Context: an optimization exercise on an open-source flow, tuned for small area, a short achievable clock period and few clock cycles per item. The choices shown serve that exercise and are no tape-out recipe.
Only simulation tests tie the RTL to the original design; equivalence was not proved.

## exp/amber
// layer_blend
module layer_blend (
    input  wire        clk,
    input  wire        rst,
    input  wire        cfg_we,
    input  wire        cfg_addr,
    input  wire [31:0] cfg_wdata,
    input  wire        in_valid,
    output wire        in_ready,
    input  wire [11:0] fg_y,
    input  wire [11:0] fg_cb,
    input  wire [11:0] fg_cr,
    input  wire [10:0] fg_a,
    input  wire [11:0] key_y,
    input  wire [11:0] bg_y,
    input  wire [11:0] bg_cb,
    input  wire [11:0] bg_cr,
    output reg         out_valid,
    input  wire        out_ready,
    output reg  [11:0] out_y,
    output reg  [11:0] out_cb,
    output reg  [11:0] out_cr
);
    reg        premul;
    reg [1:0]  asrc;
    reg [10:0] galpha;
    reg        key_inv;
    reg [11:0] key_hi;
    reg [11:0] key_lo;
    always @(posedge clk) begin
        if (rst) begin
            premul  <= 1'b0;
            asrc    <= 2'b00;
            galpha  <= 11'h400;
            key_inv <= 1'b0;
            key_hi  <= 12'heb0;
            key_lo  <= 12'h100;
        end else if (cfg_we) begin
            if (cfg_addr == 1'b0) begin
                premul <= cfg_wdata[29];
                asrc   <= cfg_wdata[25:24];
                galpha <= cfg_wdata[10:0];
            end else begin
                key_inv <= cfg_wdata[31];
                key_hi  <= cfg_wdata[27:16];
                key_lo  <= cfg_wdata[11:0];
            end
        end
    end
    reg v0, v1, v2, vh, vs, rdy;
    wire go      = !vs;
    wire r2_free = !v2 || go;
    wire r1_free = !v1 || r2_free;
    wire r0_free = !v0 || r1_free;
    wire push    = v2 && go;
    wire pop     = vh && out_ready;
    wire v0_n = r0_free ? in_valid : v0;
    wire v1_n = r1_free ? v0 : v1;
    wire v2_n = r2_free ? v1 : v2;
    wire vh_n = (!vh || pop) ? (vs || push) : vh;
    wire vs_n = vs ? !(!vh || pop) : (push && vh && !pop);
    assign in_ready = rdy;
    reg [11:0] r0_fy, r0_fcb, r0_fcr, r0_by, r0_bcb, r0_bcr;
    reg [11:0] r0_key;     
  ...
Size in the first run: about 380 flip-flops, roughly 170 I/O pins, about 36,000 µm² of cells after synthesis.
clock: 95.0 ns
lec_check: 0
abc_area: 1
cap_margin: 0
core_margin: 2
core_utilization: 40
cts_cluster_diameter: 80
cts_cluster_size: 22
slew_margin: 0
synth_hierarchical: 1
synth_minimum_keep_size: 0
standard.sh (not shown) runs the stock make flow with config.mk's settings and CLKGATE_MAP_FILE= SYNTH_SCRIPT=/design/flow/synth_recipe.tcl, a recipe that flattens the netlist after the stock synthesis.
==> flow/flow/run.sh <==
#!/bin/bash
# The standard layout, with plain buf_2 cells as the port buffers instead of
# the delay buffers that buffer_ports picks by default.
set -euo pipefail
export BUFFER_PORTS_ARGS="-buffer_cell sky130_fd_sc_hd__buf_2"
bash standard.sh > standard_flow.log 2>&1
exp/amber did not stop at any stage, and its layout met the timing, design-rule and antenna checks.
Testbench counts of exp/amber, summed over its fixed seeds: cycles 24,768, items 24,576.
Inputs modified between exp/amber and exp/umber:
Settings: CORE_UTILIZATION now 60, was 40.
--- outcome ---
exp/umber — critical path depth in cells 4 higher, exp/amber as reference
exp/umber: flow complete, layout not clean; failing: max-capacitance violations, max-slew violations
Going from exp/amber to exp/umber, number of cells upsized or downsized after cts ~0 delta, global-route usage +9.9 points, post-route worst setup slack +0.038 ns, count of plain and timing-repair buffers -about 2.3%, final number of max-transition violations +11.
Of the two values seen for uppermost layer routed, met4 was produced by exp/amber and met5 by exp/umber.
--- input diff exp/umber..exp/violet ---
Settings: a change of CTS_CLUSTER_SIZE from 22 to 30; a change of SLEW_MARGIN from 0 to 20; a change of CORE_UTILIZATION from 60 to 65; a deleted ABC_AREA that had been 1; a deleted CTS_CLUSTER_DIAMETER that had been 80; an added CTS_BUF_LIST of sky130_fd_sc_hd__clkbuf_8; a change of CAP_MARGIN from 0 to 20.
- exp/violet completed end to end with timing, DRC and antenna clean.
- Looking at clock-buffer cell count, exp/violet sits above exp/umber.
- The higher required time at the worst-slack endpoint came out of exp/umber.
- Of the two values seen for critical-path cell with the highest stage delay, sky130_fd_sc_hd__nand2_1 was produced by exp/umber and sky130_fd_sc_hd__edfxtp_1 by exp/violet.
- The final reports for exp/violet and exp/umber show routed wire length lower in the former.
- Compared with exp/umber, exp/violet shows worst setup slack lower by 0.062 ns.
- On proportion of cell area spent on the clock network, the higher figure sits with exp/violet, not exp/umber.
- exp/violet — worst-path maximum fanout 35 lower, exp/umber as reference
- In exp/violet, the total standard cell area after synthesis came out 0.62% above the value in exp/umber.
Relative to exp/violet, the following input files were edited for exp/harbor:
Settings: removing CTS_BUF_LIST (formerly sky130_fd_sc_hd__clkbuf_8); changing CORE_UTILIZATION from 65 to 40; setting ABC_AREA to 1 for the first time; removing CTS_CLUSTER_SIZE (formerly 30).
Notes after the runs:
Going from exp/violet to exp/harbor, fraction of area in registers shrinks by 0.19 points. Going from exp/violet to exp/harbor, global-route usage shrinks by 12 points. The area added between synthesis and finish of exp/harbor exceeds that of exp/violet by 1.5 points. Of the two values seen for critical path launch point, out_cr[10] was produced by exp/violet and out_cr[8] by exp/harbor. Note that the per-cell routed wire length recorded for exp/violet amounts to 1.13 times the value seen in exp/harbor. For exp/violet, the endpoint of the most critical setup path was out_cr[10], unlike exp/harbor, where it was out_cr[8]. Fmax essentially unchanged between exp/violet and exp/harbor. exp/harbor ends up with higher synthesized cell count than exp/violet does. Worst path arrival time was lower in the run labelled exp/harbor.
For exp/xenon, these inputs were changed with respect to exp/harbor:
Settings: swapping 40 for 60 in CORE_UTILIZATION.
exp/xenon vs exp/harbor: area enclosed by the die boundary down by more than a quarter. [compare] base=exp/harbor new=exp/xenon: fmax closely matched the old numbers; number of cells on the critical path up 4.

[what the ideal ports hide]
The flow's constraints put no driver on any port. The routed layouts listed below were extracted and timed again, unchanged, in two steps.
Step 1 sets driving cells, clkbuf_16 on the clock port and buf_2 on the other inputs (assumed; they add their load-dependent delay and slew).
Step 2 adds t to the input delays and takes it off the output delays; t is the mean of the earliest and latest rising clock arrival at the registers after step 1. Input paths then give back, and output paths get back, about the clock's delay inside the block.
Three values: ideal ports, drivers, drivers and shift; two values: the first two.
run | t, ns | setup slack, ns | hold WS [ns] | cell pins on the clock port's net
exp/amber | 0.692 | 74.781 / 74.711 / 74.387 | 0.397 / 0.397 / 0.397 | 1
exp/umber | 0.659 | 74.820 / 74.768 / 74.204 | 0.419 / 0.419 / 0.419 | 1
exp/violet | 0.732 | 74.758 / 74.702 / 74.550 | 0.408 / 0.408 / 0.408 | 1
exp/harbor | 0.679 | 74.816 / 74.750 / 74.407 | 0.410 / 0.410 / 0.410 | 1
exp/xenon | 0.641 | 74.844 / 74.801 / 74.244 | 0.399 / 0.399 / 0.399 | 1
The setup slack of exp/umber, which loses most, moves by -0.052 ns with the drivers and by -0.616 ns with both steps.
